From an optimization exercise on the open Yosys and OpenROAD flow, aimed at small area, a short achievable clock period and few clock cycles per item; shortcuts taken in it are not production practice.
Function was checked by simulation only, so behaviour that the tests miss may differ from the original.
Power is estimated from default activity; no workload was simulated.

## run 1
## wz_fxu
module wz_fxu (
    input  wire        clk,
    input  wire        rst,
    input  wire        in_valid,
    output wire        in_ready,
    input  wire [4:0]  in_op,
    input  wire        in_q,       
    input  wire [1:0]  in_t,       
    input  wire [3:0]  in_x,       
    input  wire [63:0] in_a,
    input  wire [63:0] in_b,
    output reg         out_valid,
    output reg  [63:0] out_data,
    output reg         out_ill
);
    localparam OP_TCLR = 5'h00, OP_TMAC = 5'h01, OP_TMSU = 5'h02, OP_TRD  = 5'h03,
               OP_TSHL = 5'h04, OP_TSHR = 5'h05, OP_TMOV = 5'h06, OP_TLD  = 5'h07,
               OP_QMUL = 5'h08, OP_QADD = 5'h09, OP_QSUB = 5'h0A, OP_QNEG = 5'h0B,
               OP_QABS = 5'h0C, OP_QRND = 5'h0D,
               OP_CRD  = 5'h10, OP_CWR  = 5'h11, OP_TSVL = 5'h12, OP_TSVH = 5'h13,
               OP_TRST = 5'h14;
    reg [79:0] till0, till1, till2, till3;
    reg [3:0]  tz;       
    reg [3:0]  cl, sg;   
    reg [3:0]  pd;       
    reg [3:0]  rn2;      
    reg        k_a, k_b, k_c, k_d, k_e, k_f;   
    reg [1:0]  rm;
    reg        sat;
    reg        sov;
    reg  rdy;
    assign in_ready = rdy;
    wire fire = in_valid & rdy;
    reg  [3:0] ip;
  ...
Size in the first run: ~6,800 cells after synthesis, about 830 flip-flops, roughly 210 I/O pins.
export LEC_CHECK = 0
export CAP_MARGIN = 40
export CORE_MARGIN = 2
export CORE_UTILIZATION = 40
export PLACE_DENSITY = 0.6
export SLEW_MARGIN = 40
export SYNTH_HIERARCHICAL = 1
create_clock -name core_clock -period 17.0 [get_ports {clk}]
standard.sh (not shown) runs the stock make flow with config.mk's settings and CLKGATE_MAP_FILE= SYNTH_SCRIPT=/design/flow/synth_recipe.tcl, a recipe that flattens the netlist after the stock synthesis.
==> flow/flow/run.sh <==
#!/bin/bash
set -euo pipefail
bash standard.sh SETUP_SLACK_MARGIN=12 finish > make.log 2>&1
Run 1 was carried through to the last stage, and its layout satisfied the timing, design-rule and antenna checks.
Testbench counts of run 1, summed over its fixed seeds: cycles 12,032, items 12,000.
### run 1 -> run 2
diff --git a/flow/config.mk b/flow/config.mk
--- a/flow/config.mk
+++ b/flow/config.mk
@@ -6,8 +6,8 @@
 export NUM_CORES = 4
 export LEC_CHECK = 0
-export CAP_MARGIN = 40
+export CAP_MARGIN = 70
 export CORE_MARGIN = 2
 export CORE_UTILIZATION = 40
 export PLACE_DENSITY = 0.6
-export SLEW_MARGIN = 40
+export SLEW_MARGIN = 70
 export SYNTH_HIERARCHICAL = 1
## What came out
Run 2 vs run 1 on met2 track demand over resource: run 2 is the higher one.
When run 2 is measured against run 1, its buffer and inverter count on the worst path turns out 4 higher.
In the final reports, the cell area of run 2 is larger than that of run 1.
Summary of run 2 over run 1: number of clock buffers inserted by TritonCTS grew by 1; synthesis-to-finish area growth grew by 5.9 points.
Fmax: run 2 lower than run 1

========
Setup of old:
wz_fxu, a different RTL version from the one above (not shown whole).
Size: ~6,800 cells after synthesis, ~810 flip-flops, about 65,000 sq um of cells after synthesis.
==> flow/design.v (excerpt) <==
module wz_fxu (
    input  wire        clk,
    input  wire        rst,
    input  wire        in_valid,
    output wire        in_ready,
    input  wire [4:0]  in_op,
    input  wire        in_q,       
    input  wire [1:0]  in_t,       
    input  wire [3:0]  in_x,       
    input  wire [63:0] in_a,
    input  wire [63:0] in_b,
    output reg         out_valid,
    output reg  [63:0] out_data,
    output reg         out_ill
);
==> flow/config.mk <==
export PLATFORM = sky130hd
export DESIGN_NAME = wz_fxu
export DESIGN_NICKNAME = wz_fxu
export VERILOG_FILES = /design/flow/design.v
export SDC_FILE = /design/flow/constraint.sdc
export NUM_CORES = 4
export LEC_CHECK = 0
export CAP_MARGIN = 30
export CORE_MARGIN = 2
export CORE_UTILIZATION = 40
export PLACE_DENSITY = 0.6
export SLEW_MARGIN = 30
export SYNTH_HIERARCHICAL = 1
==> flow/constraint.sdc <==
create_clock -name core_clock -period 17.0 [get_ports {clk}]
set_input_delay 3.4000 -clock core_clock [delete_from_list [all_inputs] [get_ports {clk}]]
set_output_delay 3.4000 -clock core_clock [all_outputs]
set_load 0.01 [all_outputs]
Scripts as last shown in full above: flow/flow/run.sh
The final layout from old, which completed every stage, passed the timing, design-rule and antenna checks at the end of the flow.
Testbench counts of old, summed over its fixed seeds: cycles 12,084, items 12,000.
--- input diff old..new ---
# old
export LEC_CHECK = 0
export CAP_MARGIN = 30
export CORE_MARGIN = 2
export CORE_UTILIZATION = 40
export PLACE_DENSITY = 0.6
export SLEW_MARGIN = 30
export SYNTH_HIERARCHICAL = 1
create_clock -name core_clock -period 17.0 [get_ports {clk}]
# new
export LEC_CHECK = 0
export CAP_MARGIN = 70
export CORE_MARGIN = 2
export CORE_UTILIZATION = 40
export PLACE_DENSITY = 0.6
export SLEW_MARGIN = 70
export SYNTH_HIERARCHICAL = 1
create_clock -name core_clock -period 17.0 [get_ports {clk}]
- NOTE total vias in the final route old->new decreased slightly
- The post-route total power of new was superior to that of old.
- Sort new and old by worst hold slack asc -> top: new
- Diff old -> new: total routing usage reported by global routing fell by 0.44 points; maximum fanout along the worst path picked up an extra 5; total detailed-routing wirelength went down 5.5%.

========
build 87:
Starting RTL as in the previous note.
export LEC_CHECK = 0
export CAP_MARGIN = 40
export CORE_MARGIN = 2
export CORE_UTILIZATION = 40
export PLACE_DENSITY = 0.6
export SLEW_MARGIN = 40
export SYNTH_HIERARCHICAL = 1
create_clock -name core_clock -period 17.0 [get_ports {clk}]
==> flow/flow/run.sh <==
#!/bin/bash
set -euo pipefail
bash standard.sh SETUP_SLACK_MARGIN=12.3 finish > make.log 2>&1
Testbench counts of build 87, summed over its fixed seeds: cycles 12,084, items 12,000.
Modified inputs, build 94 compared to build 87
==> flow/flow/run.sh <==
#!/bin/bash
set -euo pipefail
bash standard.sh SETUP_SLACK_MARGIN=12 finish > make.log 2>&1
--- outcome ---
- Utilization, build 94 and build 87, lower one = build 94.
- The combinational power number comes out lower for build 94 vs build 87.
- Run comparison: build 94 capturing element of the worst setup path till1[62]$_DFFE_PP_; build 87 capturing element of the worst setup path till1[70]$_DFFE_PP_
- Against build 87 as the reference, build 94 delivers a higher register-to-register slack.
- Worst setup slack in build 94 is 0.053 ns above build 87.
- Delta (build 94 minus build 87): final number of max-transition violations comparable.
- Min share of power burned in combinational logic across build 94 and build 87: build 94
#### Input delta (build 55 over build 94)
Settings: SLEW_MARGIN: 40 -> 20; CAP_MARGIN: 40 -> 20.
[summary]
Build 55 finished end to end and its layout was clean on timing, DRC and antenna. Row met1 track utilization from global routing: build 55 higher / build 94 lower. Diff build 94 -> build 55 | number of vias per cell | increase of about 0.4%. Build 55: number of buffers created by CTS 1.1% above build 94. Fmax: build 55 above build 94. Relative to build 94, the final cycle utilization of the critical path of build 55 is lower by 0.16 points. Final area in build 55 vs build 94: up 1000 µm². Per the comparison of build 55 with build 94, share of the core filled with cells in the final layout has increased, critical path depth has decreased, number of signal-net buffers in the layout has increased, count of vias placed by the detailed router has increased.

========
Another version of the RTL of wz_fxu (not shown whole).
Size: ~6,900 cells after synthesis, ~830 flip-flops, roughly 210 I/O pins, ~65,000 µm² of cells after synthesis.
Settings: LEC_CHECK=0, CAP_MARGIN=70, CORE_MARGIN=2, CORE_UTILIZATION=40, PLACE_DENSITY=0.6, SLEW_MARGIN=70, SYNTH_HIERARCHICAL=1; clock period 17.0 ns.
==> flow/flow/run.sh <==
#!/bin/bash
set -euo pipefail
bash standard.sh SETUP_SLACK_MARGIN=12 REMOVE_ABC_BUFFERS=1 finish > make.log 2>&1
Testbench counts at the start, summed over its fixed seeds: cycles 12,032, items 12,000.
Edit:
==> flow/flow/run.sh (replaced) <==
#!/bin/bash
set -euo pipefail
bash standard.sh SETUP_SLACK_MARGIN=12 finish > make.log 2>&1
--- a/flow/config.mk
+++ b/flow/config.mk
@@ -7,3 +7,3 @@
 export LEC_CHECK = 0
-export CAP_MARGIN = 70
+export CAP_MARGIN = 40
 export CORE_MARGIN = 2
@@ -11,3 +11,3 @@
 export PLACE_DENSITY = 0.6
-export SLEW_MARGIN = 70
+export SLEW_MARGIN = 40
 export SYNTH_HIERARCHICAL = 1
Outcome: The new run went through all stages and came out clean; cell area fell by a few percent; area after synthesis stays the same; global-route usage fell by 0.34 points; utilization fell by 2.2 points; count of clock-buffer cells in the layout rose by 6; clock power stays flat.

[separate check: timing with driven ports]
The results above use ideal ports. As a check the final layouts listed here were re-extracted and re-timed, cells and wires unchanged. Step 1: set_driving_cell puts a clkbuf_16 on clk and a buf_2 on each other input, an assumption about the parent block. Step 2 moves the port delays by t, midway between the first and last clock arrival at a register: inputs arrive t later, outputs are due t later. That takes back most of the time a late clock gives input paths. a / b / c = ideal / step 1 / step 2; a / b = the first two.
run | shift t [ns] | slack for setup (ns) | hold slack, ns | worst data-port slew with drivers (ns) | cell pins on the clock port's net
run 1 | 0.795 | 11.649 / 11.649 / 11.177 | 0.284 / 0.284 / 0.284 | 0.07 | 1
run 2 | 0.804 | 11.362 / 11.362 / 11.362 | 0.291 / 0.291 / 0.291 | 0.07 | 1
old | 0.792 | 11.824 / 11.824 / 11.185 | 0.327 / 0.327 / 0.327 | 0.06 | 1
new | 0.797 | 11.841 / 11.841 / 11.168 | 0.321 / 0.321 / 0.321 | 0.05 | 1
build 87 | 0.815 | 11.793 / 11.793 / 11.348 | 0.328 / 0.328 / 0.328 | 0.06 | 1
build 94 | 0.804 | 11.846 / 11.846 / 11.163 | 0.290 / 0.290 / 0.290 | 0.05 | 1
build 55 | 0.802 | 11.873 / 11.873 / 11.191 | 0.328 / 0.328 / 0.328 | 0.05 | 1
the first run of note 4 | 0.808 | 11.376 / 11.376 / 11.114 | 0.321 / 0.321 / 0.321 | 0.05 | 1
the second run of note 4 | 0.788 | 11.419 / 11.419 / 11.067 | 0.325 / 0.325 / 0.325 | 0.06 | 1
After both steps setup and hold are still met in every run listed. For build 94, which loses most, drivers alone change the setup slack by 0.000 ns; drivers and shift together by -0.683 ns.
